This is an optimization exercise on Yosys and OpenROAD, whose aim is small area, a short achievable clock period and few clock cycles per item, not a production implementation.
In this exercise RTL edits were held to simulation tests only and were not proved equivalent to the original.

`flow/design.v`:
```
module dz16_rs_dec (
    input             clk,
    input             rst,         
    input             in_valid,
    output            in_ready,
    input      [63:0] in_data,
    output            out_valid,
    input             out_ready,
    output     [63:0] out_data,
    output            out_last,
    output     [1:0]  out_status   
);
    localparam [1:0] ST_CLEAN = 2'd0, ST_CORR = 2'd1, ST_UNCORR = 2'd2, ST_POISON = 2'd3;
    localparam integer NROW = 11;
    localparam [63:0] POISON_S = 64'h917fe9c4ff071064;
    function [7:0] gf_mul(input [7:0] a, input [7:0] b);
        integer i;
        reg [7:0] p, aa;
        begin
            p  = 8'd0;
            aa = a;
            for (i = 0; i < 8; i = i + 1) begin
                if (b[i]) p = p ^ aa;
                aa = {aa[6:0], 1'b0} ^ (aa[7] ? 8'h1D : 8'h00);
            end
            gf_mul = p;
        end
    endfunction
    localparam [3:0] LAM = 4'hf;
    function [3:0] g16_mul(input [3:0] a, input [3:0] b);
        integer i;
        reg [3:0] p, aa;
        begin
            p  = 4'd0;
            aa = a;
            for (i = 0; i < 4; i = i + 1) begin
                if (b[i]) p = p ^ aa;
                aa = {aa[2:0], 1'b0} ^ (aa[3] ? 4'h3 : 4'h0);
            end
            g16_mul = p;
        end
    endfunction
    function [7:0] cm(input [7:0] a, input [7:0] b);
        reg [3:0] m0, m1, m2;
        begin
            m0 = g16_mul(a[3:0], b[3:0]);
            m1 = g16_mul(a[7:4], b[7:4]);
            m2 = g16_mul(a[3:0] ^ a[7:4], b[3:0] ^ b[7:4]);
            cm = {m2 ^ m0, m0 ^ g16_mul(LAM, m1)};
        end
    endfunction
    function [7:0] csq(input [7:0] a);
        reg [3:0] h, l;
        begin
            h = g16_mul(a[7:4], a[7:4]);
            l = g16_mul(a[3:0], a[3:0]);
            csq = {h, l ^ g16_mul(LAM, h)};
        end
    endfunction
    function [3:0] g16_inv(input [3:0] a);
        begin
            case (a)
            4'h0: g16_inv = 4'h0;
            4'h1: g16_inv = 4'h1;
            4'h2: g16_inv = 4'h9;
            4'h3: g16_inv = 4'he;
            4'h4: g16_inv = 4'hd;
            4'h5: g16_inv = 4'hb;
            4'h6: g16_inv = 4'h7;
            4'h7: g16_inv = 4'h6;
            4'h8: g16_inv = 4'hf;
            4'h9: g16_inv = 4'h2;
            4'ha: g16_inv = 4'hc;
            4'hb: g16_inv = 4'h5;
            4'hc: g16_inv = 4'ha;
            4'hd: g16_inv = 4'h4;
            4'he: g16_inv = 4'h3;
            4'hf: g16_inv = 4'h8;
            default: g16_inv = 4'h0;
            endcase
        end
    endfunction
    function cmember(input [7:0] a);
        begin
            case (a)
            8'h01, 8'h02, 8'h03, 8'h04, 8'h08, 8'h13, 8'h17, 8'h18, 8'h1a, 8'h23, 8'h26, 8'h27, 8'h29, 8'h30, 8'h31, 8'h32, 8'h33, 8'h34, 8'h36, 8'h3e, 8'h40, 8'h41, 8'h44, 8'h46, 8'h48, 8'h4c, 8'h4e, 8'h52, 8'h56, 8'h57, 8'h5d, 8'h60, 8'h62, 8'h64, 8'h66, 8'h6b, 8'h6c, 8'h6f, 8'h71, 8'h72, 8'h78, 8'h7a, 8'h80, 8'h82, 8'h83, 8'h88, 8'h89, 8'h8b, 8'h8c, 8'h95, 8'h9a, 8'ha1, 8'ha4, 8'ha5, 8'ha9, 8'hb3, 8'hb9, 8'hba, 8'hc0, 8'hc4, 8'hc5, 8'hc8, 8'hcb, 8'hcd, 8'hd5, 8'he2, 8'he3, 8'he4, 8'he7, 8'hf8, 8'hfb, 8'hfe: cmember = 1'b1;
            default: cmember = 1'b0;
            endcase
        end
    endfunction
    function [7:0] cqsolve(input [7:0] a);
        begin
            cqsolve = 8'h00;
            if (a[0]) cqsolve = cqsolve ^ 8'h06;
            if (a[1]) cqsolve = cqsolve ^ 8'h0a;
            if (a[2]) cqsolve = cqsolve ^ 8'h08;
            if (a[3]) cqsolve = cqsolve ^ 8'h14;
            if (a[4]) cqsolve = cqsolve ^ 8'h78;
            if (a[5]) cqsolve = cqsolve ^ 8'ha7;
            if (a[6]) cqsolve = cqsolve ^ 8'h95;
            if (a[7]) cqsolve = cqsolve ^ 8'h52;
        end
    endfunction
    function [7:0] to_z(input [7:0] a);
        begin
            to_z = 8'h00;
            if (a[0]) to_z = to_z ^ 8'h41;
            if (a[1]) to_z = to_z ^ 8'h51;
            if (a[2]) to_z = to_z ^ 8'h24;
            if (a[3]) to_z = to_z ^ 8'hb0;
            if (a[4]) to_z = to_z ^ 8'hb7;
            if (a[5]) to_z = to_z ^ 8'hff;
            if (a[6]) to_z = to_z ^ 8'h82;
            if (a[7]) to_z = to_z ^ 8'ha2;
        end
    endfunction
    function [7:0] to_poly(input [7:0] a);
        begin
            to_poly = 8'h00;
            if (a[0]) to_poly = to_poly ^ 8'h01;
            if (a[1]) to_poly = to_poly ^ 8'h98;
            if (a[2]) to_poly = to_poly ^ 8'h4e;
            if (a[3]) to_poly = to_poly ^ 8'h0a;
            if (a[4]) to_poly = to_poly ^ 8'h8a;
            if (a[5]) to_poly = to_poly ^ 8'h16;
            if (a[6]) to_poly = to_poly ^ 8'h02;
            if (a[7]) to_poly = to_poly ^ 8'h2d;
        end
    endfunction
    function [7:0] zstep(input [7:0] z);
        zstep = gf_mul(z, 8'h1d);
    endfunction
    function [7:0] cinv(input [7:0] a);
        reg [3:0] d, di;
        begin
            d  = g16_mul(a[3:0], a[3:0] ^ a[7:4]) ^ g16_mul(LAM, g16_mul(a[7:4], a[7:4]));
            di = g16_inv(d);
            cinv = {g16_mul(a[7:4], di), g16_mul(a[3:0] ^ a[7:4], di)};
        end
    endfunction
    reg  [3:0]   in_beat;
    reg  [63:0]  synd;
    reg  [63:0]  mem [0:NROW-1];
    reg  [3:0]   wr_ptr, rd_ptr;
    reg  [3:0]   count;
    reg          sv;           
    reg          a_valid;      
    reg          b_valid;      
    reg          cur_valid;    
    reg  [2:0]   out_beat;
    wire pop       = cur_valid & out_ready;
    wire is_check  = (in_beat == 4'd8);
    assign in_ready = is_check ? ~b_valid : ((count != NROW) | pop);
    wire take      = in_valid & in_ready;
    wire push      = take & ~is_check;
    wire [63:0] sm = (in_beat == 4'd0) ? 64'd0 : synd;
    wire [63:0] synd_next;
    wire sy_t0 = in_data[61] ^ in_data[62];
    wire sy_t1 = in_data[58] ^ sy_t0;
    wire sy_t2 = in_data[52] ^ in_data[53];
    wire sy_t3 = in_data[5] ^ in_data[14];
    wire sy_t4 = in_data[2] ^ in_data[13];
    wire sy_t5 = in_data[21] ^ in_data[26];
    wire sy_t6 = in_data[54] ^ in_data[55];
    wire sy_t7 = in_data[1] ^ in_data[35];
    wire sy_t8 = in_data[37] ^ in_data[45];
    wire sy_t9 = in_data[6] ^ in_data[46];
    wire sy_t10 = in_data[10] ^ in_data[50];
    wire sy_t11 = in_data[12] ^ in_data[22];
    wire sy_t12 = in_data[18] ^ in_data[30];
    wire sy_t13 = in_data[34] ^ in_data[38];
    wire sy_t14 = in_data[3] ^ in_data[31];
    wire sy_t15 = in_data[29] ^ in_data[39];
    wire sy_t16 = in_data[25] ^ in_data[36];
    wire sy_t17 = in_data[41] ^ in_data[51];
    wire sy_t18 = in_data[60] ^ sy_t1;
    wire sy_t19 = in_data[16] ^ in_data[61];
    wire sy_t20 = in_data[11] ^ in_data[19];
    wire sy_t21 = in_data[27] ^ in_data[43];
    wire sy_t22 = in_data[8] ^ in_data[40];
    wire sy_t23 = in_data[20] ^ in_data[28];
    wire sy_t24 = in_data[15] ^ in_data[23];
    wire sy_t25 = in_data[33] ^ in_data[44];
    wire sy_t26 = in_data[24] ^ in_data[48];
    wire sy_t27 = in_data[4] ^ in_data[7];
    wire sy_t28 = in_data[9] ^ in_data[17];
    wire sy_t29 = in_data[32] ^ in_data[42];
    wire sy_t30 = in_data[47] ^ sy_t4;
    wire sy_t31 = in_data[49] ^ in_data[63];
    wire sy_t32 = sy_t5 ^ sy_t9;
    wire sy_t33 = sy_t2 ^ sy_t23;
    wire sy_t34 = in_data[12] ^ sy_t7;
    wire sy_t35 = sy_t6 ^ sy_t16;
    wire sy_t36 = in_data[57] ^ in_data[59];
    wire sy_t37 = in_data[0] ^ in_data[51];
    wire sy_t38 = in_data[42] ^ sy_t3;
    wire sy_t39 = sy_t8 ^ sy_t13;
    wire sy_t40 = in_data[59] ^ sy_t0;
    wire sy_t41 = sy_t14 ^ sy_t24;
    wire sy_t42 = in_data[60] ^ sy_t36;
    wire sy_t43 = sy_t10 ^ sy_t18;
    wire sy_t44 = in_data[2] ^ in_data[15];
    wire sy_t45 = in_data[56] ^ sy_t19;
    wire sy_t46 = in_data[44] ^ sy_t12;
    wire sy_t47 = sy_t15 ^ sy_t17;
    wire sy_t48 = in_data[18] ^ in_data[28];
    wire sy_t49 = in_data[27] ^ in_data[47];
    wire sy_t50 = in_data[34] ^ in_data[46];
    wire sy_t51 = in_data[21] ^ sy_t20;
    wire sy_t52 = sy_t6 ^ sy_t21;
    wire sy_t53 = in_data[30] ^ sy_t11;
    wire sy_t54 = in_data[37] ^ sy_t27;
    wire sy_t55 = in_data[49] ^ sy_t22;
    wire sy_t56 = in_data[23] ^ sy_t25;
    wire sy_t57 = in_data[9] ^ sy_t29;
    wire sy_t58 = in_data[5] ^ in_data[13];
    wire sy_t59 = in_data[25] ^ in_data[43];
    wire sy_t60 = in_data[7] ^ in_data[26];
    wire sy_t61 = in_data[31] ^ in_data[45];
    wire sy_t62 = in_data[40] ^ in_data[50];
    wire sy_t63 = sm[58] ^ sm[60];
    wire sy_t64 = sy_t21 ^ sy_t28;
    wire sy_t65 = in_data[16] ^ sy_t2;
    wire sy_t66 = in_data[17] ^ sy_t15;
    wire sy_t67 = in_data[48] ^ sy_t31;
    wire sy_t68 = sy_t38 ^ sy_t39;
    wire sy_t69 = in_data[61] ^ sy_t42;
    wire sy_t70 = sy_t25 ^ sy_t30;
    wire sy_t71 = in_data[29] ^ in_data[53];
    wire sy_t72 = in_data[36] ^ in_data[54];
    wire sy_t73 = in_data[22] ^ in_data[54];
    wire sy_t74 = in_data[38] ^ in_data[63];
    wire sy_t75 = in_data[1] ^ in_data[55];
    wire sy_t76 = in_data[6] ^ in_data[15];
    wire sy_t77 = in_data[0] ^ in_data[8];
    wire sy_t78 = in_data[19] ^ in_data[41];
    wire sy_t79 = in_data[11] ^ in_data[20];
    wire sy_t80 = in_data[5] ^ in_data[38];
    wire sy_t81 = in_data[11] ^ in_data[55];
    wire sy_t82 = in_data[27] ^ in_data[42];
    wire sy_t83 = in_data[10] ^ in_data[22];
    wire sy_t84 = sm[59] ^ sm[61];
    wire sy_t85 = in_data[51] ^ sy_t3;
    wire sy_t86 = in_data[49] ^ sy_t16;
    wire sy_t87 = in_data[4] ^ sy_t14;
    wire sy_t88 = in_data[53] ^ sy_t5;
    wire sy_t89 = in_data[32] ^ sy_t10;
    wire sy_t90 = in_data[33] ^ sy_t17;
    wire sy_t91 = in_data[39] ^ sy_t26;
    wire sy_t92 = sy_t56 ^ sy_t61;
    wire sy_t93 = sy_t19 ^ sy_t53;
    wire sy_t94 = in_data[24] ^ sy_t18;
    wire sy_t95 = sy_t11 ^ sy_t43;
    wire sy_t96 = in_data[4] ^ in_data[29];
    wire sy_t97 = in_data[13] ^ in_data[35];
    wire sy_t98 = sm[8] ^ sm[12];
    wire sy_t99 = in_data[34] ^ sm[15];
    wire sy_t100 = in_data[39] ^ in_data[62];
    wire sy_t101 = in_data[3] ^ in_data[37];
    wire sy_t102 = in_data[6] ^ in_data[19];
    wire sy_t103 = in_data[13] ^ in_data[20];
    wire sy_t104 = in_data[40] ^ in_data[48];
    wire sy_t105 = in_data[52] ^ sm[19];
    wire sy_t106 = in_data[8] ^ in_data[36];
    wire sy_t107 = sm[24] ^ sm[27];
    wire sy_t108 = in_data[5] ^ in_data[23];
    wire sy_t109 = sm[32] ^ sm[39];
    wire sy_t110 = in_data[28] ^ in_data[41];
    wire sy_t111 = sm[40] ^ sm[41];
    wire sy_t112 = in_data[25] ^ in_data[54];
    wire sy_t113 = sm[49] ^ sm[52];
    wire sy_t114 = sm[50] ^ sm[53];
    wire sy_t115 = sm[51] ^ sm[54];
    wire sy_t116 = in_data[0] ^ sy_t22;
    wire sy_t117 = sy_t8 ^ sy_t58;
    wire sy_t118 = sy_t8 ^ sy_t9;
    wire sy_t119 = in_data[52] ^ sy_t59;
    wire sy_t120 = sm[13] ^ sy_t3;
    wire sy_t121 = sm[14] ^ sy_t13;
    wire sy_t122 = in_data[16] ^ sy_t20;
    wire sy_t123 = in_data[50] ^ sy_t29;
    wire sy_t124 = sy_t7 ^ sy_t28;
    wire sy_t125 = sy_t11 ^ sy_t44;
    wire sy_t126 = in_data[43] ^ sy_t2;
    wire sy_t127 = in_data[9] ^ sy_t48;
    wire sy_t128 = sy_t37 ^ sy_t50;
    wire sy_t129 = sy_t2 ^ sy_t27;
    wire sy_t130 = sy_t12 ^ sy_t83;
    wire sy_t131 = sm[56] ^ sy_t63;
    wire sy_t132 = sm[62] ^ sy_t84;
    wire sy_t133 = sy_t32 ^ sy_t33;
    wire sy_t134 = in_data[7] ^ sy_t85;
    wire sy_t135 = in_data[31] ^ sy_t46;
    wire sy_t136 = sy_t15 ^ sy_t30;
    wire sy_t137 = sy_t1 ^ sy_t10;
    wire sy_t138 = in_data[10] ^ sy_t45;
    wire sy_t139 = in_data[24] ^ sy_t35;
    wire sy_t140 = sm[18] ^ sy_t47;
    wire sy_t141 = sy_t80 ^ sy_t125;
    wire sy_t142 = sy_t31 ^ sy_t40;
    wire sy_t143 = in_data[4] ^ sy_t45;
    wire sy_t144 = sy_t1 ^ sy_t37;
    wire sy_t145 = in_data[18] ^ sy_t54;
    wire sy_t146 = sy_t4 ^ sy_t68;
    wire sy_t147 = in_data[14] ^ in_data[62];
    wire sy_t148 = in_data[22] ^ in_data[47];
    wire sy_t149 = in_data[17] ^ in_data[42];
    wire sy_t150 = in_data[44] ^ sm[11];
    wire sy_t151 = in_data[0] ^ in_data[3];
    wire sy_t152 = in_data[17] ^ in_data[37];
    wire sy_t153 = in_data[31] ^ sm[17];
    wire sy_t154 = in_data[16] ^ in_data[19];
    wire sy_t155 = sm[28] ^ sm[29];
    wire sy_t156 = in_data[6] ^ in_data[29];
    wire sy_t157 = in_data[40] ^ sm[25];
    wire sy_t158 = in_data[1] ^ in_data[45];
    wire sy_t159 = in_data[33] ^ in_data[48];
    wire sy_t160 = in_data[49] ^ sm[33];
    wire sy_t161 = in_data[36] ^ sm[34];
    wire sy_t162 = in_data[32] ^ sm[35];
    wire sy_t163 = in_data[47] ^ in_data[52];
    wire sy_t164 = in_data[33] ^ in_data[41];
    wire sy_t165 = in_data[28] ^ in_data[34];
    wire sy_t166 = sm[43] ^ sm[45];
    wire sy_t167 = sm[40] ^ sm[46];
    wire sy_t168 = in_data[26] ^ in_data[39];
    wire sy_t169 = in_data[37] ^ sm[48];
    wire sy_t170 = in_data[11] ^ in_data[40];
    wire sy_t171 = in_data[33] ^ sm[63];
    wire sy_t172 = in_data[21] ^ sy_t26;
    wire sy_t173 = in_data[63] ^ sy_t24;
    wire sy_t174 = sy_t12 ^ sy_t71;
    wire sy_t175 = sy_t17 ^ sy_t96;
    wire sy_t176 = sy_t9 ^ sy_t23;
    wire sy_t177 = in_data[35] ^ sy_t60;
    wire sy_t178 = sm[12] ^ sy_t97;
    wire sy_t179 = in_data[26] ^ sy_t7;
    wire sy_t180 = sy_t16 ^ sy_t27;
    wire sy_t181 = sy_t23 ^ sy_t77;
    wire sy_t182 = in_data[30] ^ sy_t104;
    wire sy_t183 = in_data[46] ^ sy_t29;
    wire sy_t184 = in_data[62] ^ sy_t49;
    wire sy_t185 = sy_t12 ^ sy_t21;
    wire sy_t186 = in_data[44] ^ sy_t26;
    wire sy_t187 = in_data[14] ^ sy_t7;
    wire sy_t188 = in_data[17] ^ sy_t19;
    wire sy_t189 = sm[30] ^ sy_t24;
    wire sy_t190 = sm[27] ^ sy_t17;
    wire sy_t191 = in_data[53] ^ sy_t3;
    wire sy_t192 = in_data[43] ^ sy_t6;
    wire sy_t193 = sm[37] ^ sy_t161;
    wire sy_t194 = sy_t44 ^ sy_t102;
    wire sy_t195 = in_data[23] ^ sy_t81;
    wire sy_t196 = sy_t82 ^ sy_t164;
    wire sy_t197 = sy_t5 ^ sy_t8;
    wire sy_t198 = sy_t22 ^ sy_t111;
    wire sy_t199 = in_data[49] ^ sy_t165;
    wire sy_t200 = sm[41] ^ sy_t4;
    wire sy_t201 = in_data[32] ^ sy_t3;
    wire sy_t202 = sy_t7 ^ sy_t79;
    wire sy_t203 = in_data[2] ^ sy_t114;
    wire sy_t204 = in_data[27] ^ sy_t115;
    wire sy_t205 = sy_t28 ^ sy_t72;
    wire sy_t206 = sy_t20 ^ sy_t113;
    wire sy_t207 = in_data[10] ^ sy_t76;
    wire sy_t208 = sm[57] ^ sy_t13;
    wire sy_t209 = sy_t71 ^ sy_t117;
    wire sy_t210 = sy_t40 ^ sy_t52;
    wire sy_t211 = sy_t41 ^ sy_t51;
    wire sy_t212 = in_data[3] ^ sy_t34;
    wire sy_t213 = sy_t25 ^ sy_t51;
    wire sy_t214 = sy_t33 ^ sy_t64;
    wire sy_t215 = sm[9] ^ sy_t119;
    wire sy_t216 = sy_t98 ^ sy_t120;
    wire sy_t217 = sy_t55 ^ sy_t59;
    wire sy_t218 = sy_t65 ^ sy_t99;
    wire sy_t219 = in_data[34] ^ sy_t118;
    wire sy_t220 = sy_t40 ^ sy_t65;
    wire sy_t221 = sy_t77 ^ sy_t89;
    wire sy_t222 = sy_t34 ^ sy_t122;
    wire sy_t223 = sy_t19 ^ sy_t42;
    wire sy_t224 = sy_t26 ^ sy_t90;
    wire sy_t225 = sy_t32 ^ sy_t49;
    wire sy_t226 = sy_t57 ^ sy_t105;
    wire sy_t227 = sy_t13 ^ sy_t47;
    wire sy_t228 = sy_t29 ^ sy_t33;
    wire sy_t229 = sy_t30 ^ sy_t86;
    wire sy_t230 = sy_t62 ^ sy_t190;
    wire sy_t231 = in_data[31] ^ sy_t91;
    wire sy_t232 = sy_t55 ^ sy_t109;
    wire sy_t233 = sm[36] ^ sy_t41;
    wire sy_t234 = sy_t14 ^ sy_t66;
    wire sy_t235 = sy_t46 ^ sy_t67;
    wire sy_t236 = sy_t197 ^ sy_t198;
    wire sy_t237 = sy_t32 ^ sy_t35;
    wire sy_t238 = sy_t41 ^ sy_t200;
    wire sy_t239 = in_data[61] ^ sy_t129;
    wire sy_t240 = sy_t73 ^ sy_t137;
    wire sy_t241 = sy_t86 ^ sy_t214;
    wire sy_t242 = sy_t121 ^ sy_t136;
    wire sy_t243 = sy_t37 ^ sy_t92;
    wire sy_t244 = sy_t39 ^ sy_t139;
    wire sy_t245 = sy_t140 ^ sy_t226;
    wire sy_t246 = sm[16] ^ sy_t141;
    wire sy_t247 = sy_t126 ^ sy_t227;
    wire sy_t248 = in_data[19] ^ sy_t69;
    wire sy_t249 = sy_t70 ^ sy_t107;
    wire sy_t250 = sy_t5 ^ sy_t134;
    wire sy_t251 = sy_t12 ^ sy_t143;
    wire sy_t252 = sy_t18 ^ sy_t26;
    wire sy_t253 = sm[55] ^ sy_t70;
    wire sy_t254 = in_data[13] ^ sy_t145;
    wire sy_t255 = sy_t94 ^ sy_t218;
    wire sy_t256 = sy_t95 ^ sy_t133;
    assign synd_next[0] = in_data[32] ^ sm[0] ^ sy_t45 ^ sy_t116 ^ sy_t172 ^ sy_t209;
    assign synd_next[1] = sm[1] ^ sy_t46 ^ sy_t72 ^ sy_t96 ^ sy_t146 ^ sy_t256;
    assign synd_next[2] = in_data[30] ^ in_data[38] ^ sm[2] ^ sy_t9 ^ sy_t73 ^ sy_t147;
    assign synd_next[3] = in_data[30] ^ in_data[53] ^ sm[3] ^ sy_t15 ^ sy_t74 ^ sy_t97 ^ sy_t118 ^ sy_t134 ^ sy_t148 ^ sy_t210 ^ sy_t211;
    assign synd_next[4] = in_data[36] ^ sm[4] ^ sy_t6 ^ sy_t27 ^ sy_t68 ^ sy_t135 ^ sy_t136 ^ sy_t173 ^ sy_t256;
    assign synd_next[5] = sm[5] ^ sy_t32 ^ sy_t146 ^ sy_t174 ^ sy_t240;
    assign synd_next[6] = sm[6] ^ sy_t69 ^ sy_t117 ^ sy_t175 ^ sy_t212 ^ sy_t213 ^ sy_t241;
    assign synd_next[7] = in_data[21] ^ in_data[61] ^ sm[7] ^ sy_t209;
    assign synd_next[8] = sy_t53 ^ sy_t54 ^ sy_t75 ^ sy_t138 ^ sy_t176 ^ sy_t211 ^ sy_t215 ^ sy_t216 ^ sy_t242;
    assign synd_next[9] = in_data[51] ^ sm[10] ^ sy_t25 ^ sy_t76 ^ sy_t149 ^ sy_t177 ^ sy_t217 ^ sy_t255;
    assign synd_next[10] = in_data[8] ^ in_data[17] ^ in_data[23] ^ sy_t3 ^ sy_t53 ^ sy_t87 ^ sy_t88 ^ sy_t100 ^ sy_t150 ^ sy_t178;
    assign synd_next[11] = in_data[44] ^ sy_t35 ^ sy_t48 ^ sy_t64 ^ sy_t78 ^ sy_t173 ^ sy_t179 ^ sy_t216 ^ sy_t219 ^ sy_t220 ^ sy_t221;
    assign synd_next[12] = in_data[18] ^ in_data[26] ^ sm[11] ^ sm[13] ^ sy_t22 ^ sy_t31 ^ sy_t38 ^ sy_t64 ^ sy_t73 ^ sy_t178 ^ sy_t180 ^ sy_t243 ^ sy_t255;
    assign synd_next[13] = in_data[10] ^ in_data[30] ^ in_data[47] ^ in_data[55] ^ sm[15] ^ sy_t1 ^ sy_t44 ^ sy_t66 ^ sy_t98 ^ sy_t101 ^ sy_t121 ^ sy_t133 ^ sy_t150 ^ sy_t217 ^ sy_t222;
    assign synd_next[14] = in_data[6] ^ sy_t24 ^ sy_t99 ^ sy_t120 ^ sy_t123 ^ sy_t215 ^ sy_t223 ^ sy_t224;
    assign synd_next[15] = in_data[21] ^ sm[10] ^ sm[12] ^ sy_t79 ^ sy_t87 ^ sy_t93 ^ sy_t119 ^ sy_t242;
    assign synd_next[16] = sm[20] ^ sm[21] ^ sy_t20 ^ sy_t124 ^ sy_t135 ^ sy_t138 ^ sy_t140 ^ sy_t181 ^ sy_t225 ^ sy_t244;
    assign synd_next[17] = in_data[23] ^ sm[22] ^ sy_t43 ^ sy_t102 ^ sy_t103 ^ sy_t151 ^ sy_t182 ^ sy_t245;
    assign synd_next[18] = in_data[16] ^ sm[23] ^ sy_t48 ^ sy_t60 ^ sy_t105 ^ sy_t106 ^ sy_t152 ^ sy_t183 ^ sy_t184 ^ sy_t246;
    assign synd_next[19] = in_data[1] ^ in_data[8] ^ in_data[24] ^ in_data[54] ^ sm[20] ^ sy_t48 ^ sy_t57 ^ sy_t142 ^ sy_t153 ^ sy_t213 ^ sy_t247;
    assign synd_next[20] = in_data[47] ^ in_data[48] ^ sm[18] ^ sy_t43 ^ sy_t74 ^ sy_t90 ^ sy_t116 ^ sy_t152 ^ sy_t185 ^ sy_t228;
    assign synd_next[21] = in_data[5] ^ in_data[15] ^ in_data[45] ^ sy_t1 ^ sy_t35 ^ sy_t50 ^ sy_t154 ^ sy_t177 ^ sy_t186 ^ sy_t245;
    assign synd_next[22] = in_data[50] ^ sm[19] ^ sy_t47 ^ sy_t55 ^ sy_t127 ^ sy_t246 ^ sy_t248;
    assign synd_next[23] = sy_t8 ^ sy_t17 ^ sy_t81 ^ sy_t153 ^ sy_t180 ^ sy_t187 ^ sy_t188 ^ sy_t225;
    assign synd_next[24] = in_data[14] ^ sy_t10 ^ sy_t21 ^ sy_t88 ^ sy_t143 ^ sy_t155 ^ sy_t183 ^ sy_t189 ^ sy_t212 ^ sy_t244 ^ sy_t249;
    assign synd_next[25] = in_data[18] ^ sm[31] ^ sy_t43 ^ sy_t101 ^ sy_t107 ^ sy_t156 ^ sy_t157 ^ sy_t229 ^ sy_t250;
    assign synd_next[26] = in_data[24] ^ sm[26] ^ sm[28] ^ sy_t4 ^ sy_t11 ^ sy_t23 ^ sy_t81 ^ sy_t92 ^ sy_t100 ^ sy_t124 ^ sy_t128 ^ sy_t157;
    assign synd_next[27] = in_data[7] ^ in_data[35] ^ sm[26] ^ sy_t9 ^ sy_t16 ^ sy_t26 ^ sy_t30 ^ sy_t74 ^ sy_t82 ^ sy_t155 ^ sy_t220 ^ sy_t230;
    assign synd_next[28] = in_data[52] ^ sm[28] ^ sy_t31 ^ sy_t34 ^ sy_t60 ^ sy_t94 ^ sy_t108 ^ sy_t219 ^ sy_t230;
    assign synd_next[29] = in_data[6] ^ in_data[22] ^ in_data[43] ^ sm[29] ^ sy_t14 ^ sy_t35 ^ sy_t57 ^ sy_t62 ^ sy_t79 ^ sy_t144 ^ sy_t191 ^ sy_t249;
    assign synd_next[30] = in_data[4] ^ in_data[5] ^ in_data[50] ^ sm[25] ^ sy_t28 ^ sy_t34 ^ sy_t69 ^ sy_t176 ^ sy_t189 ^ sy_t229 ^ sy_t231;
    assign synd_next[31] = sm[26] ^ sm[31] ^ sy_t13 ^ sy_t51 ^ sy_t52 ^ sy_t56 ^ sy_t93 ^ sy_t158 ^ sy_t221;
    assign synd_next[32] = in_data[21] ^ sy_t33 ^ sy_t50 ^ sy_t57 ^ sy_t61 ^ sy_t70 ^ sy_t78 ^ sy_t187 ^ sy_t192 ^ sy_t232 ^ sy_t251;
    assign synd_next[33] = in_data[25] ^ sm[39] ^ sy_t8 ^ sy_t50 ^ sy_t95 ^ sy_t122 ^ sy_t159 ^ sy_t160 ^ sy_t181 ^ sy_t233;
    assign synd_next[34] = in_data[24] ^ sy_t46 ^ sy_t52 ^ sy_t123 ^ sy_t147 ^ sy_t193 ^ sy_t194 ^ sy_t234;
    assign synd_next[35] = sm[38] ^ sy_t20 ^ sy_t34 ^ sy_t58 ^ sy_t62 ^ sy_t142 ^ sy_t162 ^ sy_t163 ^ sy_t243;
    assign synd_next[36] = in_data[43] ^ sy_t27 ^ sy_t95 ^ sy_t109 ^ sy_t128 ^ sy_t162 ^ sy_t195 ^ sy_t235;
    assign synd_next[37] = sm[33] ^ sm[35] ^ sy_t20 ^ sy_t66 ^ sy_t103 ^ sy_t129 ^ sy_t158 ^ sy_t196 ^ sy_t232 ^ sy_t233 ^ sy_t240;
    assign synd_next[38] = in_data[2] ^ in_data[9] ^ in_data[14] ^ in_data[27] ^ in_data[32] ^ sy_t51 ^ sy_t69 ^ sy_t91 ^ sy_t92 ^ sy_t130 ^ sy_t160 ^ sy_t193;
    assign synd_next[39] = in_data[38] ^ in_data[49] ^ sm[34] ^ sm[35] ^ sm[38] ^ sy_t30 ^ sy_t38 ^ sy_t110 ^ sy_t174 ^ sy_t179 ^ sy_t188 ^ sy_t192;
    assign synd_next[40] = sm[42] ^ sm[45] ^ sy_t47 ^ sy_t52 ^ sy_t108 ^ sy_t138 ^ sy_t186 ^ sy_t228 ^ sy_t236;
    assign synd_next[41] = sm[46] ^ sy_t54 ^ sy_t64 ^ sy_t135 ^ sy_t148 ^ sy_t166 ^ sy_t194 ^ sy_t199 ^ sy_t252;
    assign synd_next[42] = in_data[9] ^ in_data[53] ^ sm[47] ^ sy_t55 ^ sy_t100 ^ sy_t141 ^ sy_t167 ^ sy_t196 ^ sy_t237;
    assign synd_next[43] = in_data[18] ^ in_data[20] ^ in_data[45] ^ sm[44] ^ sm[47] ^ sy_t20 ^ sy_t21 ^ sy_t40 ^ sy_t67 ^ sy_t75 ^ sy_t85 ^ sy_t87 ^ sy_t111 ^ sy_t123;
    assign synd_next[44] = in_data[0] ^ in_data[4] ^ sm[42] ^ sm[44] ^ sy_t6 ^ sy_t43 ^ sy_t78 ^ sy_t149 ^ sy_t168 ^ sy_t235 ^ sy_t238;
    assign synd_next[45] = in_data[38] ^ sy_t104 ^ sy_t130 ^ sy_t144 ^ sy_t166 ^ sy_t238 ^ sy_t241;
    assign synd_next[46] = sm[42] ^ sy_t32 ^ sy_t38 ^ sy_t75 ^ sy_t106 ^ sy_t159 ^ sy_t167 ^ sy_t185 ^ sy_t223 ^ sy_t234;
    assign synd_next[47] = in_data[38] ^ in_data[41] ^ sm[43] ^ sm[47] ^ sy_t91 ^ sy_t112 ^ sy_t201 ^ sy_t202 ^ sy_t236 ^ sy_t239;
    assign synd_next[48] = in_data[12] ^ in_data[42] ^ sy_t62 ^ sy_t101 ^ sy_t113 ^ sy_t139 ^ sy_t203 ^ sy_t247 ^ sy_t251;
    assign synd_next[49] = in_data[0] ^ sm[49] ^ sy_t14 ^ sy_t28 ^ sy_t60 ^ sy_t110 ^ sy_t146 ^ sy_t195 ^ sy_t204 ^ sy_t252;
    assign synd_next[50] = in_data[6] ^ in_data[20] ^ in_data[62] ^ sm[50] ^ sy_t34 ^ sy_t41 ^ sy_t65 ^ sy_t169 ^ sy_t182 ^ sy_t205 ^ sy_t253;
    assign synd_next[51] = in_data[5] ^ sm[51] ^ sy_t10 ^ sy_t11 ^ sy_t22 ^ sy_t67 ^ sy_t110 ^ sy_t156 ^ sy_t169 ^ sy_t206 ^ sy_t210;
    assign synd_next[52] = in_data[4] ^ in_data[10] ^ sy_t18 ^ sy_t67 ^ sy_t72 ^ sy_t82 ^ sy_t88 ^ sy_t108 ^ sy_t114 ^ sy_t127 ^ sy_t170;
    assign synd_next[53] = in_data[29] ^ in_data[52] ^ in_data[55] ^ sy_t5 ^ sy_t41 ^ sy_t49 ^ sy_t80 ^ sy_t115 ^ sy_t124 ^ sy_t137 ^ sy_t145 ^ sy_t203 ^ sy_t224;
    assign synd_next[54] = in_data[1] ^ in_data[41] ^ sm[48] ^ sy_t22 ^ sy_t35 ^ sy_t42 ^ sy_t54 ^ sy_t93 ^ sy_t168 ^ sy_t204 ^ sy_t207 ^ sy_t253;
    assign synd_next[55] = in_data[29] ^ sm[55] ^ sy_t7 ^ sy_t44 ^ sy_t93 ^ sy_t106 ^ sy_t126 ^ sy_t128 ^ sy_t201 ^ sy_t206;
    assign synd_next[56] = in_data[56] ^ sm[63] ^ sy_t10 ^ sy_t34 ^ sy_t90 ^ sy_t131 ^ sy_t132 ^ sy_t170 ^ sy_t199 ^ sy_t237 ^ sy_t239;
    assign synd_next[57] = in_data[39] ^ sy_t9 ^ sy_t24 ^ sy_t52 ^ sy_t83 ^ sy_t94 ^ sy_t116 ^ sy_t131 ^ sy_t202 ^ sy_t208 ^ sy_t254;
    assign synd_next[58] = in_data[11] ^ in_data[33] ^ in_data[34] ^ in_data[45] ^ sm[57] ^ sy_t2 ^ sy_t57 ^ sy_t84 ^ sy_t130 ^ sy_t131 ^ sy_t184 ^ sy_t250;
    assign synd_next[59] = in_data[20] ^ sy_t4 ^ sy_t63 ^ sy_t66 ^ sy_t78 ^ sy_t112 ^ sy_t132 ^ sy_t142 ^ sy_t172 ^ sy_t191 ^ sy_t208;
    assign synd_next[60] = in_data[12] ^ in_data[40] ^ sm[56] ^ sm[62] ^ sy_t18 ^ sy_t33 ^ sy_t74 ^ sy_t75 ^ sy_t154 ^ sy_t171 ^ sy_t231 ^ sy_t254;
    assign synd_next[61] = in_data[49] ^ sm[57] ^ sm[60] ^ sm[62] ^ sy_t39 ^ sy_t49 ^ sy_t58 ^ sy_t76 ^ sy_t87 ^ sy_t89 ^ sy_t112 ^ sy_t127 ^ sy_t144 ^ sy_t222;
    assign synd_next[62] = sm[61] ^ sy_t11 ^ sy_t63 ^ sy_t68 ^ sy_t88 ^ sy_t151 ^ sy_t171 ^ sy_t205 ^ sy_t207 ^ sy_t248;
    assign synd_next[63] = in_data[8] ^ in_data[25] ^ in_data[61] ^ sy_t28 ^ sy_t32 ^ sy_t56 ^ sy_t89 ^ sy_t103 ^ sy_t132 ^ sy_t163 ^ sy_t175;
    wire [7:0] s0 = synd[7:0],   s1 = synd[15:8],  s2 = synd[23:16], s3 = synd[31:24];
    wire [7:0] a_det = cm(s0, s2) ^ csq(s1);
    wire [7:0] a_A   = cm(s0, s3) ^ cm(s1, s2);
    wire [7:0] a_B   = cm(s1, s3) ^ csq(s2);
    wire       a_case2 = (a_det != 8'd0);
    wire [7:0] a_U   = a_case2 ? a_det : s0;
    wire [7:0] a_V   = a_case2 ? a_A : s1;
    wire [7:0] a_W   = a_case2 ? a_B : 8'd0;
    reg  [63:0] ra_s;
    reg  [7:0]  ra_U, ra_V, ra_W, ra_invU, ra_invV;
    reg         ra_clean, ra_poison, ra_case2, ra_Anz, ra_S0nz;
    wire [7:0] b_s0 = ra_s[7:0],   b_s1 = ra_s[15:8],  b_s2 = ra_s[23:16], b_s3 = ra_s[31:24];
    wire [7:0] b_s4 = ra_s[39:32], b_s5 = ra_s[47:40], b_s6 = ra_s[55:48], b_s7 = ra_s[63:56];
    wire [7:0] sig1 = cm(ra_V, ra_invU);
    wire [7:0] sig2 = cm(ra_W, ra_invU);
    wire [7:0] rho  = cm(ra_U, ra_invV);
    wire [7:0] e2 = b_s4 ^ cm(sig1, b_s3) ^ cm(sig2, b_s2);
    wire [7:0] e3 = b_s5 ^ cm(sig1, b_s4) ^ cm(sig2, b_s3);
    wire [7:0] e4 = b_s6 ^ cm(sig1, b_s5) ^ cm(sig2, b_s4);
    wire [7:0] e5 = b_s7 ^ cm(sig1, b_s6) ^ cm(sig2, b_s5);
    wire       ver_ok = ({e2, e3, e4, e5} == 32'd0);
    wire [7:0] qc   = cm(sig2, csq(rho));
    wire       qtr  = ^(qc & 8'h80);
    reg  [7:0]  rb_sig1, rb_w0, rb_s1rho, rb_s0;
    reg         rb_ok1, rb_ok2, rb_case2, rb_clean, rb_poison;
    wire [7:0] x1   = rb_case2 ? cm(rb_sig1, rb_w0) : rb_sig1;
    wire [7:0] x2   = x1 ^ rb_sig1;
    wire [7:0] y1   = rb_case2 ? (rb_s1rho ^ cm(rb_s0, rb_w0 ^ 8'h01)) : rb_s0;
    wire [7:0] y2   = y1 ^ rb_s0;
    wire       ok1  = rb_ok1 & cmember(x1);
    wire       ok2  = rb_ok2 & cmember(x1) & cmember(x2);
    wire [1:0] c_next_status = rb_clean ? ST_CLEAN : rb_poison ? ST_POISON
                             : (ok1 | ok2) ? ST_CORR : ST_UNCORR;
    reg  [1:0] c_status;
    reg  [7:0] c_z1, c_z2, c_y1, c_y2;
    wire       load_cur = b_valid & (~cur_valid | (pop & (out_beat == 3'd7)));
    assign out_valid  = cur_valid;
    assign out_last   = (out_beat == 3'd7);
    assign out_status = c_status;
    reg [63:0] odata;
    integer oj;
    always @* begin
        odata = mem[rd_ptr];
        for (oj = 0; oj < 8; oj = oj + 1) begin
            if (c_z1 == (8'h80 >> oj)) odata[8*oj +: 8] = odata[8*oj +: 8] ^ c_y1;
            if (c_z2 == (8'h80 >> oj)) odata[8*oj +: 8] = odata[8*oj +: 8] ^ c_y2;
        end
        if (c_status[1])
            odata = 64'd0;
    end
    assign out_data = odata;
    always @(posedge clk) begin
        if (push)
            mem[wr_ptr] <= in_data;
        if (take)
            synd <= synd_next;
        ra_s      <= synd;
        ra_U      <= a_U;
        ra_V      <= a_V;
        ra_W      <= a_W;
        ra_invU   <= cinv(a_U);
        ra_invV   <= cinv(a_V);
        ra_clean  <= (synd == 64'd0);
        ra_poison <= (synd == POISON_S);
        ra_case2  <= a_case2;
        ra_Anz    <= (a_A != 8'd0);
        ra_S0nz   <= (s0 != 8'd0);
        if (a_valid) begin
            rb_sig1   <= sig1;
            rb_w0     <= cqsolve(qc);
            rb_s1rho  <= cm(b_s1, rho);
            rb_s0     <= b_s0;
            rb_ok1    <= ~ra_case2 & ra_S0nz & ~ra_Anz & ver_ok;
            rb_ok2    <= ra_case2 & ra_Anz & ~qtr & ver_ok;
            rb_case2  <= ra_case2;
            rb_clean  <= ra_clean;
            rb_poison <= ra_poison;
        end
        if (load_cur) begin
            c_status <= c_next_status;
            c_z1     <= to_z(x1);
            c_z2     <= rb_case2 ? to_z(x2) : 8'd0;
            c_y1     <= to_poly(y1);
            c_y2     <= rb_case2 ? to_poly(y2) : 8'd0;
        end else if (pop) begin
            c_z1     <= zstep(c_z1);
            c_z2     <= zstep(c_z2);
        end
        if (rst) begin
            in_beat   <= 4'd0;
            wr_ptr    <= 4'd0;
            rd_ptr    <= 4'd0;
            count     <= 4'd0;
            sv        <= 1'b0;
            a_valid   <= 1'b0;
            b_valid   <= 1'b0;
            cur_valid <= 1'b0;
            out_beat  <= 3'd0;
        end else begin
            if (take)
                in_beat <= is_check ? 4'd0 : in_beat + 4'd1;
            if (push)
                wr_ptr <= (wr_ptr == NROW - 1) ? 4'd0 : wr_ptr + 4'd1;
            if (pop)
                rd_ptr <= (rd_ptr == NROW - 1) ? 4'd0 : rd_ptr + 4'd1;
            count <= count + {3'd0, push} - {3'd0, pop};
            sv      <= take & is_check;
            a_valid <= sv;
            if (a_valid)
                b_valid <= 1'b1;
            else if (load_cur)
                b_valid <= 1'b0;
            if (load_cur)
                cur_valid <= 1'b1;
            else if (pop & (out_beat == 3'd7))
                cur_valid <= 1'b0;
            if (pop)
                out_beat <= out_beat + 3'd1;
        end
    end
endmodule
```
`flow/run.sh`:
```
#!/bin/bash
# synth_recipe.tcl (not shown) runs the flow's synth.tcl, then flattens the netlist and writes it again
# the make line also repeats each setting of config.mk as NAME=value (left out here)
make -C /OpenROAD-flow-scripts/flow DESIGN_CONFIG=/design/flow/config.mk WORK_HOME=/design/flow/orfs CLKGATE_MAP_FILE= SYNTH_SCRIPT=/design/flow/synth_recipe.tcl finish
```
`flow/config.mk`:
```
export PLATFORM = sky130hd
export DESIGN_NAME = dz16_rs_dec
export DESIGN_NICKNAME = dz16_rs_dec
export VERILOG_FILES = /design/flow/design.v
export SDC_FILE = /design/flow/constraint.sdc
export NUM_CORES = 4
export LEC_CHECK = 0
export CAP_MARGIN = 20
export CORE_MARGIN = 2
export CORE_UTILIZATION = 40
export SLEW_MARGIN = 20
```
`flow/constraint.sdc`:
```
create_clock -name core_clock -period 10.0 [get_ports {clk}]
set_input_delay 2.0000 -clock core_clock [delete_from_list [all_inputs] [get_ports {clk}]]
set_output_delay 2.0000 -clock core_clock [all_outputs]
set_load 0.01 [all_outputs]
```
==> reports/metrics.cfg, run 1 <==
[run_status]
outcome = no timing/DRC/antenna violations

[synth]
synth-seq-cells = 974
ys_top_cells_by_count = 1614 x xnor2_1, 838 x edfxtp_1, 821 x nand2_1
avgSynthCellArea_um2 = 10.71
ys_async_sr_fraction_pct = 0
synthMostInstantiatedCell = xnor2_1
ys_seq_area_share_pct = 41.50
syn_area_um2 = 67190
yosysWarnings = 1
synth_area_leaders = edfxtp_1 37%, xnor2_1 21%, xor2_1 6.5%
yosysTopAreaCell = edfxtp_1
synth_edf_count = 838
syn_nets = 6400
synthDistinctLibCells = 95
synthCells = 6276
synthFlopType = edfxtp_1
synth_top_area_share_pct = 37.45

[timing]
rsz0062_at_grt = false
finalCritPeriodShare_pct = 86.82
setup_ws_ns = 1.318
slew_viol_final = 0
finalHoldViolCount = 0
max-slew-margin-rel_pct = 16.28
fin_skew_ns = 0.06514
period_minus_slack_ns = 8.682
tightest_slew_ns = 1.247
setup_viol = 0
tns_ns = 0
hold_slack_ns = 0.4227
max_freq_mhz = 115.2

[global_routing]
grt_overflow = 0
grt_pass1_vias = 44900
antenna_found_initial = 2
grt_max_degree = 107
grt_pass1_wl_mm = 313.4
grtUsageTotal_pct = 24.87

[clock_tree]
h-tree-depth = 3
cts_buffers = 103
clock_sinks = 974
cts_root_buffer = clkbuf_16
cts_resized = 0
clock_path_buffers = 3
ctsHoldBuffers = 0
clock_latency_ns = 0.76
cts_tree = yes
cts_setup_buffers = 0
path_clk_slew_ns = 0.06

[detailed_routing]
drc = 0
drt_iter0_drc = 5267
dr.pass1.iters = 6
via_per_inst = 5.522
drt_wl_total_mm = 216.6
wl_per_cell_um = 25.30
num_vias = 47270
postRouteAntennaNets = 0

[die]
fp.dieH_um = 413.9
ios = 137
core_um2 = 167000
start_util_pct = 40.23
die-area_um2 = 171300
die_w_um = 413.9
rows = 150

[worst_setup_path]
worstSetupPathType = reg -> reg
worstPathArrival_ns = 9.35
endpoint_kind = flop
start_kind = flop
worst-path-max-fanout = 33
worstPathRequired_ns = 10.67

[flow_run]
drv_cap = 0

[placement]
place_hpwl_mm = 153.0
pre_cts_slack_ns = 1.494
portBuffers = 136
routabilityCongestion = 0.9603

[finish]
area_delta_synth_final_pct = 10.95
drive_above_1_share_pct = 10.82
layout.nets = 6399

[worst_hold_path]
min_path_type = reg -> reg

## cell families after synthesis
| group | count (synthesis) | synth area share [%] |
|---|---|---|
| buf+inv | 514 | 2.950 |
| fa+ha+maj | 56 | 1.054 |
| xor+xnor | 2172 | 29.51 |
| compound gates | 549 | 5.283 |
| flops | 974 | 41.50 |
| mux | 369 | 9.344 |
| simple gates | 1642 | 10.36 |
## through the flow
stage               util [%]  cells  cell area (um^2)
finish                 44.63   8561             74550
global route           44.63   8560             74550
CTS                    44.62   8559             74530
detailed placement     42.64   8373             71230
global placement       42.64   8373             71220
floorplan                  -   6276             67200
## cell type report
class | instances | area, um^2
Timing Repair Buffer | 306 | 2675
Clock buffer | 128 | 2691
Inverter | 102 | 382.9
Multi-Input combinational cell | 4788 | 37530
Fill cell | 15520 | 92490
Antenna cell | 1 | 2.502
Sequential cell | 974 | 27900
Tap cell | 2204 | 2758
Clock inverter | 58 | 603.1
## state kept, by name, indices dropped and copies added (netlist names), 7 cells and up, named ones only
signal    cells
ra_invU       8
rb_s0         8
ra_U          8
c_y2          8
mem         704
ra_V          8
c_z2          8
ra_invV       8
ra_W          8
c_y1          8
rb_s1rho      8
ra_s         64
rb_w0         7
synd         64
rb_sig1       8
c_z1          8
## layer usage
layer	GRT usage, %	routed length (um)
met1	35.16	93630
met2	39.55	99660
met3	3.388	16560
met4	7.546	6741
met5	0	0
## final timing paths
check / from / end / slack [ns] / cells after the start
min reg2reg: ra_clean / rb_clean / 0.42 / 0
max reg2reg: synd[15] / ra_invV[1] / 1.32 / 26
min: ra_clean / rb_clean / 0.42 / 0
max: synd[15] / ra_invV[1] / 1.32 / 26
## cells in the final DEF, fill, tap and decap left out, types with 12 or more instances in the layout
master / count
inv_1: 93
nor2_1: 504
a211oi_1: 22
nor3b_1: 15
clkbuf_16: 103
clkdlybuf4s50_1: 136
mux2i_1: 73
nor2b_1: 47
xor2_1: 495
nand4_1: 22
clkinv_1: 23
dfxtp_1: 131
a21oi_1: 140
a31oi_1: 20
mux2_2: 96
clkbuf_1: 23
clkinv_2: 13
xnor3_1: 45
nand2b_1: 43
edfxtp_1: 838
ha_1: 55
o211ai_1: 24
and2_1: 16
nand2_1: 821
nand3_1: 37
a32oi_1: 13
nor3_1: 36
nor4_1: 26
a22oi_1: 46
o22ai_1: 37
buf_4: 166
xnor2_2: 17
o21ai_0: 120
xnor2_1: 1604
a21o_1: 12
mux4_2: 193
## critical path, cell delays in order, from the launching register on
cell	delay, ns
edfxtp_1	0.74
inv_1	0.21
ha_1	0.49
nand2_1	0.09
xnor3_1	0.46
xnor3_1	0.43
xor2_1	0.16
xnor2_1	0.52
mux2i_1	0.63
nor3_4	0.06
inv_2	0.51
nor2_1	0.08
nor2_1	0.40
inv_1	0.09
ha_1	0.46
clkinv_1	0.38
xnor2_1	0.24
o32ai_1	0.17
a2bb2oi_1	0.28
xnor2_2	0.20
xor2_1	0.46
mux2i_1	0.14
mux2i_1	0.71
nor2_1	0.16
xnor2_1	0.16
a21oi_1	0.17
xor2_1	0.17
Testbench counts, summed over its fixed seeds: cycles 17,368, items 1,920.
==> inputs of run 2 (changes only) <==
--- a/flow/design.v
+++ b/flow/design.v
@@ -13,3 +13,3 @@
     localparam [1:0] ST_CLEAN = 2'd0, ST_CORR = 2'd1, ST_UNCORR = 2'd2, ST_POISON = 2'd3;
-    localparam integer NROW = 11;
+    localparam integer NROW = 13;
     localparam [63:0] POISON_S = 64'h917fe9c4ff071064;
@@ -142,7 +142,10 @@
     reg  [63:0]  synd;
-    reg  [63:0]  mem [0:NROW-1];
-    reg  [3:0]   wr_ptr, rd_ptr;
-    reg  [3:0]   count;
+    reg  [63:0]  ring   [0:NROW-1];
+    reg          rvalid [0:NROW-1];
+    reg  [2:0]   rbeat  [0:NROW-1];
+    reg  [1:0]   rcw    [0:NROW-1];
+    reg  [1:0]   in_cw, out_cw;
     reg          sv;           
     reg          a_valid;      
+    reg          a2_valid;     
     reg          b_valid;      
@@ -150,5 +153,7 @@
     reg  [2:0]   out_beat;
-    wire pop       = cur_valid & out_ready;
+    wire tap_hit   = rvalid[NROW-1] & (rbeat[NROW-1] == out_beat) & (rcw[NROW-1] == out_cw);
+    wire offer     = cur_valid & tap_hit;
+    wire pop       = offer & out_ready;
     wire is_check  = (in_beat == 4'd8);
-    assign in_ready = is_check ? ~b_valid : ((count != NROW) | pop);
+    assign in_ready = is_check ? ~b_valid : (~rvalid[NROW-1] | pop);
     wire take      = in_valid & in_ready;
@@ -486,7 +491,9 @@
     wire [7:0] a_W   = a_case2 ? a_B : 8'd0;
-    reg  [63:0] ra_s;
+    reg  [63:0] hs;
+    reg  [7:0]  r1_U, r1_V, r1_W;
+    reg         r1_clean, r1_poison, r1_case2, r1_Anz, r1_S0nz;
     reg  [7:0]  ra_U, ra_V, ra_W, ra_invU, ra_invV;
     reg         ra_clean, ra_poison, ra_case2, ra_Anz, ra_S0nz;
-    wire [7:0] b_s0 = ra_s[7:0],   b_s1 = ra_s[15:8],  b_s2 = ra_s[23:16], b_s3 = ra_s[31:24];
-    wire [7:0] b_s4 = ra_s[39:32], b_s5 = ra_s[47:40], b_s6 = ra_s[55:48], b_s7 = ra_s[63:56];
+    wire [7:0] b_s0 = hs[7:0],   b_s1 = hs[15:8],  b_s2 = hs[23:16], b_s3 = hs[31:24];
+    wire [7:0] b_s4 = hs[39:32], b_s5 = hs[47:40], b_s6 = hs[55:48], b_s7 = hs[63:56];
     wire [7:0] sig1 = cm(ra_V, ra_invU);
@@ -514,3 +521,3 @@
     wire       load_cur = b_valid & (~cur_valid | (pop & (out_beat == 3'd7)));
-    assign out_valid  = cur_valid;
+    assign out_valid  = offer;
     assign out_last   = (out_beat == 3'd7);
@@ -520,3 +527,3 @@
     always @* begin
-        odata = mem[rd_ptr];
+        odata = ring[NROW-1];
         for (oj = 0; oj < 8; oj = oj + 1) begin
@@ -529,19 +536,37 @@
     assign out_data = odata;
+    integer ri;
     always @(posedge clk) begin
-        if (push)
-            mem[wr_ptr] <= in_data;
+        ring[0]  <= push ? in_data : ring[NROW-1];
+        rbeat[0] <= push ? in_beat[2:0] : rbeat[NROW-1];
+        rcw[0]   <= push ? in_cw : rcw[NROW-1];
+        for (ri = 1; ri < NROW; ri = ri + 1) begin
+            ring[ri]   <= ring[ri-1];
+            rbeat[ri]  <= rbeat[ri-1];
+            rcw[ri]    <= rcw[ri-1];
+            rvalid[ri] <= rvalid[ri-1];
+        end
+        rvalid[0] <= push | (rvalid[NROW-1] & ~pop);
         if (take)
             synd <= synd_next;
-        ra_s      <= synd;
-        ra_U      <= a_U;
-        ra_V      <= a_V;
-        ra_W      <= a_W;
-        ra_invU   <= cinv(a_U);
-        ra_invV   <= cinv(a_V);
-        ra_clean  <= (synd == 64'd0);
-        ra_poison <= (synd == POISON_S);
-        ra_case2  <= a_case2;
-        ra_Anz    <= (a_A != 8'd0);
-        ra_S0nz   <= (s0 != 8'd0);
-        if (a_valid) begin
+        if (sv)
+            hs <= synd;
+        r1_U      <= a_U;
+        r1_V      <= a_V;
+        r1_W      <= a_W;
+        r1_clean  <= (synd == 64'd0);
+        r1_poison <= (synd == POISON_S);
+        r1_case2  <= a_case2;
+        r1_Anz    <= (a_A != 8'd0);
+        r1_S0nz   <= (s0 != 8'd0);
+        ra_U      <= r1_U;
+        ra_V      <= r1_V;
+        ra_W      <= r1_W;
+        ra_invU   <= cinv(r1_U);
+        ra_invV   <= cinv(r1_V);
+        ra_clean  <= r1_clean;
+        ra_poison <= r1_poison;
+        ra_case2  <= r1_case2;
+        ra_Anz    <= r1_Anz;
+        ra_S0nz   <= r1_S0nz;
+        if (a2_valid) begin
             rb_sig1   <= sig1;
@@ -568,7 +593,9 @@
             in_beat   <= 4'd0;
-            wr_ptr    <= 4'd0;
-            rd_ptr    <= 4'd0;
-            count     <= 4'd0;
+            for (ri = 0; ri < NROW; ri = ri + 1)
+                rvalid[ri] <= 1'b0;
+            in_cw     <= 2'd0;
+            out_cw    <= 2'd0;
             sv        <= 1'b0;
             a_valid   <= 1'b0;
+            a2_valid  <= 1'b0;
             b_valid   <= 1'b0;
@@ -579,10 +606,10 @@
                 in_beat <= is_check ? 4'd0 : in_beat + 4'd1;
-            if (push)
-                wr_ptr <= (wr_ptr == NROW - 1) ? 4'd0 : wr_ptr + 4'd1;
-            if (pop)
-                rd_ptr <= (rd_ptr == NROW - 1) ? 4'd0 : rd_ptr + 4'd1;
-            count <= count + {3'd0, push} - {3'd0, pop};
+            if (take & is_check)
+                in_cw <= in_cw + 2'd1;
+            if (pop & (out_beat == 3'd7))
+                out_cw <= out_cw + 2'd1;
             sv      <= take & is_check;
-            a_valid <= sv;
-            if (a_valid)
+            a_valid  <= sv;
+            a2_valid <= a_valid;
+            if (a2_valid)
                 b_valid <= 1'b1;
==> run 2 against run 1 <==
Effect of this change: still clean on timing, DRC and antenna; sequential cell count is 224 higher; register-to-register slack better by 3.0 ns; first-iteration DRC count is 22% lower; non-clock buffer count is 54 lower; critical path depth is 20 lower; sequential share of layout area is 0.80 points higher; utilization is 0.56 points higher; clock-buffer cell count is 21 higher; final cell count is 4.0% lower; critical endpoint is now out_data[22]; largest cell class unchanged.
==> reports/metrics.cfg, run 2 <==
[timing]
max_freq_mhz = 170.5  ; +48%
hold_slack_ns = 0.2748  ; -0.1480 ns
max-slew-margin-rel_pct = 18.64  ; +2.4 points
slew_viol_final = 0  ; unchanged
tns_ns = 0  ; unchanged
finalCritPeriodShare_pct = 58.67  ; -28 points
rsz0062_at_grt = false
setup_viol = 0  ; unchanged
finalHoldViolCount = 0  ; unchanged
fin_skew_ns = 0.06230  ; -0.002833 ns
setup_ws_ns = 4.133  ; +2.815 ns
period_minus_slack_ns = 5.867  ; -2.815 ns
tightest_slew_ns = 1.215  ; -0.03175 ns

[detailed_routing]
postRouteAntennaNets = 0  ; unchanged
drt_wl_total_mm = 180.9  ; -16%
drc = 0  ; unchanged
via_per_inst = 5.151  ; -6.7%
wl_per_cell_um = 22.02  ; -13%
num_vias = 42320  ; -10%
drt_iter0_drc = 4082  ; -22%
dr.pass1.iters = 6  ; unchanged

[clock_tree]
cts_resized = 0  ; unchanged
clock_latency_ns = 0.75  ; about the same
path_clk_slew_ns = 0.06  ; about the same
cts_root_buffer = clkbuf_16
cts_setup_buffers = 0  ; unchanged
cts_buffers = 111  ; +7.8%
ctsHoldBuffers = 0  ; unchanged
cts_tree = yes
clock_path_buffers = 3  ; unchanged
h-tree-depth = 3  ; unchanged
clock_sinks = 1198  ; +23%

[placement]
placed_cell_area_um2 = 64020  ; -10%
place_hpwl_mm = 134.7  ; -12%
routabilityCongestion = 1.015  ; +5.7%
pre_cts_slack_ns = 3.839  ; +2.345 ns
portBuffers = 136  ; unchanged

[worst_setup_path]
endpoint_kind = output port
worstPathCellList = nor2_1 -> nand3_1 -> nor3b_2 -> a21oi_1 -> nor3_1 -> clkdlybuf4s50_1
max_stage_delay_ns = 0.92  ; +0.18 ns
cp_slowest_cell = nor3b_2
worst-path-max-fanout = 16  ; -52%
worstSetupPathType = reg -> out
worstPathRequired_ns = 8.00  ; -2.67 ns
worstPathArrival_ns = 3.87  ; -5.48 ns
start_kind = flop

[synth]
yosysTopAreaCell = dfxtp_1
muxShareOfSynthArea_pct = 3.099  ; -6.2 points
synth_top_area_share_pct = 32.99  ; -4.5 points
avgSynthCellArea_um2 = 9.917  ; -7.4%
synthFlopType = dfxtp_1
synthDistinctLibCells = 88  ; -7.4%
ys_seq_area_share_pct = 42.79  ; +1.3 points
syn_area_um2 = 60680  ; -9.7%
synth_fa_ha_area_share_pct = 1.052  ; -0.0024 points
synth_xor_area_share_pct = 32.56  ; +3.0 points
synth_area_leaders = dfxtp_1 33%, xnor2_1 22%, edfxtp_1 9.8%
synthMostInstantiatedCell = xnor2_1
synth_edf_count = 198  ; -76%
synth_compound_area_share_pct = 5.802  ; +0.52 points
ys_async_sr_fraction_pct = 0  ; unchanged
ys_top_cells_by_count = 1544 x xnor2_1, 1000 x dfxtp_1, 647 x nand2_1
synthCells = 6119  ; -2.5%
syn_nets = 6238  ; -2.5%
synth-seq-cells = 1198  ; +23%
synth-simple-area-share_pct = 11.74  ; +1.4 points
synth_top_family_by_area = XOR/XNOR gates
yosysWarnings = 5  ; +4

[die]
start_util_pct = 40.37  ; +0.15 points
fp.dieH_um = 393.5  ; -4.9%
die-area_um2 = 154800  ; -9.6%
die_w_um = 393.5  ; -4.9%
ios = 137  ; unchanged
core_um2 = 150300  ; -10%
rows = 142  ; -5.3%

[finish]
final_common_cell = xnor2_1
layout.nets = 6227  ; -2.7%
drive_above_1_share_pct = 7.856  ; -3.0 points
top_regs = ring: 832 flops, hs: 64 flops, synd: 64 flops
largest_reg_flops = 832  ; +18%
mostFrequentLayoutCells = 1535 x xnor2_1, 998 x dfxtp_1, 646 x nand2_1
fin_area_um2 = 67930  ; -8.9%
fin_util_pct = 45.20  ; +0.56 points
diodes = 0  ; -1
area_delta_synth_final_pct = 11.95
top_register = ring

[global_routing]
grt_overflow = 0  ; unchanged
grtUsageTotal_pct = 22.60  ; -2.3 points
grt_pass1_wl_mm = 264.9  ; -15%
antenna_found_initial = 4  ; +2
grt_max_degree = 66  ; -38%
grt_pass1_vias = 39560  ; -12%

[flow_run]
drv_cap = 0  ; unchanged

[run_status]
outcome = no timing/DRC/antenna violations

[worst_hold_path]
min_path_type = reg -> reg

[run 2: changes by cell type after synthesis, sizes merged, moves of 33 or more]
cell,before,now
dfxtp,136,1000
edfxtp,838,198
mux4,193,1
nand2,821,648
nor2,509,431
nand3,37,114
xor2,498,432
and3,6,71
xnor2,1622,1564
nor3,42,95
a21oi,143,192
xnor3,45,78
[run 2: per-stage QoR]
step                instances
floorplan                6119
global placement         8011
detailed placement       8011
CTS                      8215
global route             8215
finish                   8215
[run 2: cells by family after synthesis]
logic type / Yosys count
buf+inv: 450
mux: 173
xor+xnor: 2088
fa+ha+maj: 51
flops: 1198
simple gates: 1592
compound gates: 567
[run 2: metal layers]
metal  track usage, %  part of all wire [%]
met2            35.83                    45
met1            30.65                    43
met4            11.00                   5.3
met5                0                 0.016
met3            2.508                   6.1
[run 2: final cells by class]
type                       instances  area [um^2]
clock inverter                    55        720.7
tap                             2016         2522
inverter                          74        277.8
timing repair buffer             252         2232
sequential                      1198        25970
clock buffer                     149         3176
multi-input combinational       4471        33040
fill                           14320        82380
[run 2: worst max-delay path, delay by kind of cell, from the launching register on]
family	cells	cell delay [ns]
and+or+nand+nor	4	1.79
buffers and inverters	1	0.64
DFF	1	0.52
AOI/OAI and AO/OA	1	0.16
[run 2: worst paths after layout]
check | from | to | slack [ns] | cells after the start
worst min register to register | ring[6][50] | ring[7][50] | 0.27 | 0
worst min-delay path | ring[6][50] | ring[7][50] | 0.27 | 0
worst max register to register | ra_invU[3] | rb_ok2 | 4.35 | 14
worst max-delay path | c_z2[6] | out_data[22] | 4.13 | 6
Testbench counts of run 2, summed over its fixed seeds: cycles 17,376, items 1,920.
==> inputs of run 3 (changes only) <==
--- a/flow/design.v
+++ b/flow/design.v
@@ -157,3 +157,3 @@
     wire is_check  = (in_beat == 4'd8);
-    assign in_ready = is_check ? ~b_valid : (~rvalid[NROW-1] | pop);
+    assign in_ready = (is_check ? ~b_valid : 1'b1) & (~rvalid[NROW-1] | pop);
     wire take      = in_valid & in_ready;
@@ -491,3 +491,3 @@
     wire [7:0] a_W   = a_case2 ? a_B : 8'd0;
-    reg  [63:0] hs;
+    wire [63:0] hs = ring[2];
     reg  [7:0]  r1_U, r1_V, r1_W;
@@ -541,4 +541,6 @@
         rcw[0]   <= push ? in_cw : rcw[NROW-1];
+        ring[1]  <= sv ? synd : ring[0];
         for (ri = 1; ri < NROW; ri = ri + 1) begin
-            ring[ri]   <= ring[ri-1];
+            if (ri > 1)
+                ring[ri] <= ring[ri-1];
             rbeat[ri]  <= rbeat[ri-1];
@@ -550,4 +552,2 @@
             synd <= synd_next;
-        if (sv)
-            hs <= synd;
         r1_U      <= a_U;
==> run 3 against run 2 <==
Effect of this change: still clean on timing, DRC and antenna; sequential share of layout area down 2.2 points; via count is 1.8% higher; wire length rose by 12%; worst setup slack got worse by 0.0053 ns; synthesized area shrank 2.3%; largest cell class unchanged.
==> reports/metrics.cfg, run 3 <==
[clock_tree]
cts_tree = yes
cts_root_buffer = clkbuf_16
clock_path_buffers = 3  ; unchanged
clock_sinks = 1134  ; -5.3%
h-tree-depth = 3  ; unchanged
cts_resized = 0  ; unchanged
ctsHoldBuffers = 0  ; unchanged
cts_buffers = 109  ; -1.8%

[global_routing]
grt_pass1_vias = 40210  ; +1.6%
grtUsageTotal_pct = 26.05  ; +3.4 points
antenna_found_initial = 17  ; +13
grt_use_met3_pct = 4.960  ; +2.5 points
grt_max_degree = 70  ; +6.1%
grt_overflow = 0  ; unchanged
grt_pass1_wl_mm = 289.0  ; +9.1%
grt_busiest_layer = met2

[finish]
mostFrequentLayoutCells = 1522 x xnor2_1, 998 x dfxtp_1, 667 x nand2_1
top_register = ring
largest_reg_flops = 832  ; unchanged
final_common_cell = xnor2_1
n_fill_cell = 13770  ; -3.8%
fin_util_pct = 45.21  ; about the same

[detailed_routing]
dr.pass1.iters = 8  ; +2
drt_wl_total_mm = 202.5  ; +12%
postRouteAntennaNets = 0  ; unchanged
num_vias = 43060  ; +1.8%
drt_iter0_drc = 4868  ; +19%

[worst_setup_path]
worstPathCellList = xnor2_1 -> nor2_1 -> xnor2_1 -> xnor3_2 -> xor2_1 -> a21oi_1 -> a221oi_1 -> xnor2_1 -> xnor2_2 -> xnor3_1 -> or3_1 -> a2111oi_2 -> nand4_1 -> nor4_2
worstPathRequired_ns = 10.54  ; +2.54 ns
worst-path-max-fanout = 14  ; -2
cp_slowest_cell = xor2_1
critPathBufInv = 0  ; -1
start_kind = flop
reg2reg_slack_ns = 4.13  ; -0.22 ns
crit_family = XOR/XNOR gates
max_stage_delay_ns = 0.91  ; about the same

[synth]
synthMostInstantiatedCell = xnor2_1
ys_async_sr_fraction_pct = 0  ; unchanged
ys_seq_area_share_pct = 40.56  ; -2.2 points
synthFlopType = dfxtp_1
synth_area_leaders = dfxtp_1 34%, xnor2_1 23%, xor2_1 6.8%
yosysTopAreaCell = dfxtp_1
avgSynthCellArea_um2 = 9.670  ; -2.5%
syn_area_um2 = 59280  ; -2.3%
yosysWarnings = 5  ; unchanged
synthCells = 6130  ; +0.18%
syn_nets = 6249  ; +0.18%

[timing]
rsz0062_at_grt = false
slew_viol_final = 0  ; unchanged
max-slew-margin-rel_pct = 16.22  ; -2.4 points
tightest_slew_ns = 1.248  ; +0.03278 ns
period_minus_slack_ns = 5.872  ; +0.005320 ns
finalHoldViolCount = 0  ; unchanged
max_freq_mhz = 170.3  ; about the same
tns_ns = 0  ; unchanged
finalCritPeriodShare_pct = 58.72  ; about the same
setup_viol = 0  ; unchanged
fin_skew_ns = 0.04370  ; -0.01861 ns

[die]
core_um2 = 147500  ; -1.9%
die-area_um2 = 151300  ; -2.3%
die_w_um = 389.0  ; -1.2%
ios = 137  ; unchanged
fp.dieH_um = 389.0  ; -1.2%
rows = 141  ; -0.70%
start_util_pct = 40.19  ; -0.18 points

[flow_run]
drv_cap = 0  ; unchanged

[worst_hold_path]
min_path_type = reg -> reg

[placement]
routabilityCongestion = 1.014  ; -0.11%
portBuffers = 136  ; unchanged

[run_status]
outcome = no timing/DRC/antenna violations

run 3: layout make-up:
class / instances / area [um^2] / area share [%]
multi-input cells: 4525 / 33530 / 50.28
flip-flops and latches: 1134 / 24050 / 36.06
clock buffers: 147 / 3128 / 4.691
repair buffers: 301 / 2608 / 3.910
well taps: 1930 / 2415 / 3.621
clock inverters: 53 / 649.4 / 0.9738
inverters: 78 / 292.8 / 0.4390
diodes: 8 / 20.02 / 0.03002
run 3: logic make-up (layout without fill, tap and decap cells):
logic type	Yosys count	after routing	synth area share (%)
mux	228	228	4.196
buf+inv	471	579	3.052
other cells	0	8	0
simple gates	1582	1582	11.83
xor+xnor	2094	2094	33.29
fa+ha+maj	51	51	1.076
compound gates	570	570	5.995
flops	1134	1134	40.56
run 3: metal layers:
metal / share of wire [%] / vias to the layer above
met3: 9.0 / 355
met2: 44 / 1927
met5: 0.020 / -
met1: 44 / 20770
met4: 3.6 / 8
li1: - / 20000
run 3: final timing paths:
| check | from | to | cells past startpoint |
|---|---|---|---|
| setup / recovery | ra_invU[5] | rb_ok2 | 14 |
| hold / removal | ring[1][18] | ring[2][18] | 0 |
| setup reg to reg | ra_invU[5] | rb_ok2 | 14 |
| hold reg to reg | ring[1][18] | ring[2][18] | 0 |
run 3: metrics by stage:
step	worst slack (ns)	cells	area (um^2)	hold WS [ns]
2_1_floorplan	4.573	6130	59280	0.3096
3_3_place_gp	4.098	7966	62800	0.3096
3_5_place_dp	4.173	7966	62830	0.3121
4_1_cts	4.156	8166	66610	0.2934
5_1_grt	3.834	8170	66670	0.3006
6_report	4.128	8176	66690	0.2914
Testbench counts of run 3, summed over its fixed seeds: cycles 17,376, items 1,920.

==> re-timing with driven ports <==
How much do the figures lean on ideal ports? The routed layouts below were timed once more, with nothing changed but the port constraints.
Step 1, drivers: a clkbuf_16 drives clk and a buf_2 each remaining input, both assumed.
Step 2 times the ports against the registers' clock, not the clock port: input delays grow and output delays shrink by t, the midpoint of the rising clock arrivals with the driver on.
Three values: no drivers, after step 1, after step 2; two values: the first two.
run | t, ns | setup WS [ns] | hold slack, ns | clock arrival spread, ns | worst register clock-pin slew, ns
run 1 | 0.803 | 1.318 / 1.318 / 1.318 | 0.423 / 0.423 / 0.423 | 0.077 / 0.077 | 0.08 / 0.08
run 2 | 0.795 | 4.133 / 4.055 / 3.747 | 0.275 / 0.275 / 0.275 | 0.063 / 0.062 | 0.08 / 0.08
run 3 | 0.800 | 4.128 / 4.128 / 4.057 | 0.291 / 0.291 / 0.291 | 0.044 / 0.045 | 0.08 / 0.08
After both steps every run listed still meets setup and hold. For run 2, which loses most, drivers alone change the setup slack by -0.078 ns; drivers and shift together by -0.386 ns.
